This is an optimization exercise on Yosys and OpenROAD, whose aim is small area, a short achievable clock period and few clock cycles per item, not a production implementation. In this exercise RTL edits were held to simulation tests only and were not proved equivalent to the original.

Setup of run 1:
## mon_post
module mon_post (
    input  wire               clk,
    input  wire               rst,
    input  wire               in_valid,
    output wire               in_ready,
    input  wire [4:0]         in_ch,
    input  wire signed [27:0] in_x,
    input  wire               in_ovf,
    input  wire               in_clip,
    input  wire               in_settle,
    input  wire               in_sharp,
    input  wire               in_clear,
    input  wire               in_enable,
    input  wire [2:0]         cfg_sh2,
    input  wire               cfg_dcb_en,
    input  wire               cfg_dcb_freeze,
    input  wire [4:0]         cfg_dcb_k,
    input  wire signed [31:0] cfg_gain,
    input  wire signed [31:0] cfg_offset,
    input  wire               cfg_tha_en,
    input  wire               cfg_tha_dir,
    input  wire [7:0]         cfg_tha_dwell,
    input  wire [15:0]        cfg_tha_hyst,
    input  wire signed [31:0] cfg_tha_level,
    input  wire               cfg_thb_en,
    input  wire               cfg_thb_dir,
    input  wire [7:0]         cfg_thb_dwell,
    input  wire [15:0]        cfg_thb_hyst,
    input  wire signed [31:0] cfg_thb_level,
    input  wire [15:0]        therm_warn,
    input  wire [15:0]        therm_alarm,
    input  wire [15:0]        therm_shut,
    input  wire [7:0]         therm_hyst,
    input  wire [7:0]         therm_dwell,
    output reg                out_valid,
    output reg  [4:0]         out_ch,
    output reg  [31:0]        out_eng,
    output reg  [23:0]        out_y,
    output reg  [5:0]         out_flags,
    output reg                out_evt_a,
    output reg                out_evt_b,
    output reg  [1:0]         out_tha_state,
    output reg  [1:0]         out_thb_state,
    output reg  [5:0]         out_uns_left,
    output reg  [2:0]         out_therm_set,
    output reg  [1:0]         out_therm_level
);
Size: roughly 380 I/O pins.
==> flow/config.mk <==
export PLATFORM = sky130hd
export DESIGN_NAME = mon_post
export DESIGN_NICKNAME = mon_post
export VERILOG_FILES = /design/flow/design.v
export SDC_FILE = /design/flow/constraint.sdc
export NUM_CORES = 4
export LEC_CHECK = 0
export CAP_MARGIN = 20
export CORE_MARGIN = 2
export CORE_UTILIZATION = 40
export CTS_CLUSTER_DIAMETER = 60
export CTS_CLUSTER_SIZE = 22
export PLACE_DENSITY = 0.5
export SLEW_MARGIN = 20
export SYNTH_HIERARCHICAL = 1
export TNS_END_PERCENT = 0
==> flow/constraint.sdc <==
create_clock -name core_clock -period 24.0 [get_ports {clk}]
set_input_delay 4.8000 -clock core_clock [delete_from_list [all_inputs] [get_ports {clk}]]
set_output_delay 4.8000 -clock core_clock [all_outputs]
set_load 0.01 [all_outputs]
standard.sh (not shown) runs the stock make flow with config.mk's settings and CLKGATE_MAP_FILE= SYNTH_SCRIPT=/design/flow/synth_recipe.tcl, a recipe that flattens the netlist after the stock synthesis.
==> flow/flow/run.sh <==
#!/bin/bash
# The standard layout (the standard.sh, unchanged) with two settings:
# - timing repair is asked to leave this much setup slack on every path, so
#   that it works on the paths that set the period this design reaches (the
#   clock and constraints stay the design's);
# - every input and output port still gets its own buffer, but a plain
#   buf_2 rather than the default delay buffer.
# ORFS writes each tool's log under orfs/logs/.
export SETUP_SLACK_MARGIN=17.8
export BUFFER_PORTS_ARGS="-buffer_cell sky130_fd_sc_hd__buf_2"
bash standard.sh > standard.log 2>&1
Testbench counts of run 1, summed over its fixed seeds: cycles 32,040, items 32,000.
Changes in run 2 relative to run 1:
Settings: PLACE_DENSITY: 0.5 -> 0.55; CTS_CLUSTER_SIZE: 22 -> unset; CORE_UTILIZATION: 40 -> 45; CTS_CLUSTER_DIAMETER: 60 -> unset; TNS_END_PERCENT: 0 -> unset.
--- a/flow/flow/run.sh
+++ b/flow/flow/run.sh
@@ -9 +9 @@
-export SETUP_SLACK_MARGIN=17.8
+export SETUP_SLACK_MARGIN=17.9
==> comparison <==
Via count delta for run 2 relative to run 1: 2.1% higher. [diff] maximum frequency from static timing analysis, run 2 relative to run 1: improvement. Compared with run 1, run 2 improves die footprint. The run with more routed wire is run 1, not run 2. Side by side, clock network area share turned out higher in run 2 than in run 1. From run 1 to run 2 the numbers moved as follows: placed wire-length estimate saw a decrease; global routing usage on met2 saw an increase; via count of the first global-routing pass saw little to no change.
Relative to run 2, the following input files were edited for run 3:
Settings: CTS_CLUSTER_SIZE newly set to 22; TNS_END_PERCENT newly set to 0; PLACE_DENSITY changed from 0.55 to 0.5; CTS_CLUSTER_DIAMETER newly set to 60; CORE_UTILIZATION changed from 45 to 40.
### Flow results
Run 2 and run 3 ended up with nearly the same area occupied by registers. Run 3 vs run 2: growth of design area from synthesis to finish down. Non-clock buffer count (run 3 / run 2): 0.927. out_eng[29] as the capturing element of the worst setup path was reported by run 2, and out_eng[26] by run 3.
diff inputs: run 3 => run 4
Settings: TNS_END_PERCENT: 0 -> unset.
--- a/flow/flow/run.sh
+++ b/flow/flow/run.sh
@@ -9 +9 @@
-export SETUP_SLACK_MARGIN=17.9
+export SETUP_SLACK_MARGIN=17.8
### Flow results
Any difference in register area between run 4 and run 3 is small enough to ignore. Detailed router's first-iteration violation count (run 4 vs. run 3) increases by a few percent. Synthesis-to-layout area growth | run 4 above run 3. Run 4 reached the end of the flow, and the finished layout is clean on the timing, DRC and antenna checks. Per the final summary, run 3 finished and its layout is clean on timing, DRC and antenna. From run 3 to run 4 the numbers moved as follows: routed wire length went up by about 0.7%. Number of ordinary inverters in the final layout: run 3 vs run 4, no meaningful difference. Worst setup slack, run 3 and run 4: smaller value in run 4.
Modified inputs, run 5 compared to run 4
Settings: CTS_CLUSTER_SIZE: 22 -> 25; CTS_CLUSTER_DIAMETER: 60 -> 65; TNS_END_PERCENT: unset -> 0.
- Minimum setup slack in the final design deteriorates in run 5 relative to run 4.
- Run 5 has number of non-filler instances in the completed layout below what run 4 had.
- Per the comparison of run 5 with run 4, fraction of standard cell area that is sequential grew by 0.67 points.
- Run 4 ended up with dfxtp_4 as its cell with the largest stage delay on the worst path; run 5 ended up with dfxtp_1.

-- port drivers added, routing unchanged --
Ports are ideal in the flow. The routed layouts listed here were re-timed in OpenROAD.
Step 1: set_driving_cell puts a clkbuf_16 on clk and a buf_2 on each other input, an assumption about the parent block.
Step 2 times the ports against the registers' clock, not the clock port: input delays grow and output delays shrink by t, the midpoint of the rising clock arrivals with the driver on.
Slacks: ideal ports / drivers / drivers and shift; pairs: ideal ports / drivers.
run	t, ns	setup slack, ns	hold slack, ns
run 1	0.985	17.727 / 17.629 / 16.877	0.295 / 0.295 / 0.295
run 2	0.969	17.817 / 17.724 / 17.144	0.285 / 0.285 / 0.285
run 3	0.959	17.764 / 17.672 / 17.088	0.303 / 0.303 / 0.303
run 4	0.972	17.757 / 17.661 / 17.113	0.295 / 0.295 / 0.295
run 5	0.969	17.707 / 17.609 / 16.881	0.293 / 0.293 / 0.293
After both steps setup and hold are still met in every run listed. For run 1, which loses most, drivers alone change the setup slack by -0.098 ns; drivers and shift together by -0.850 ns.
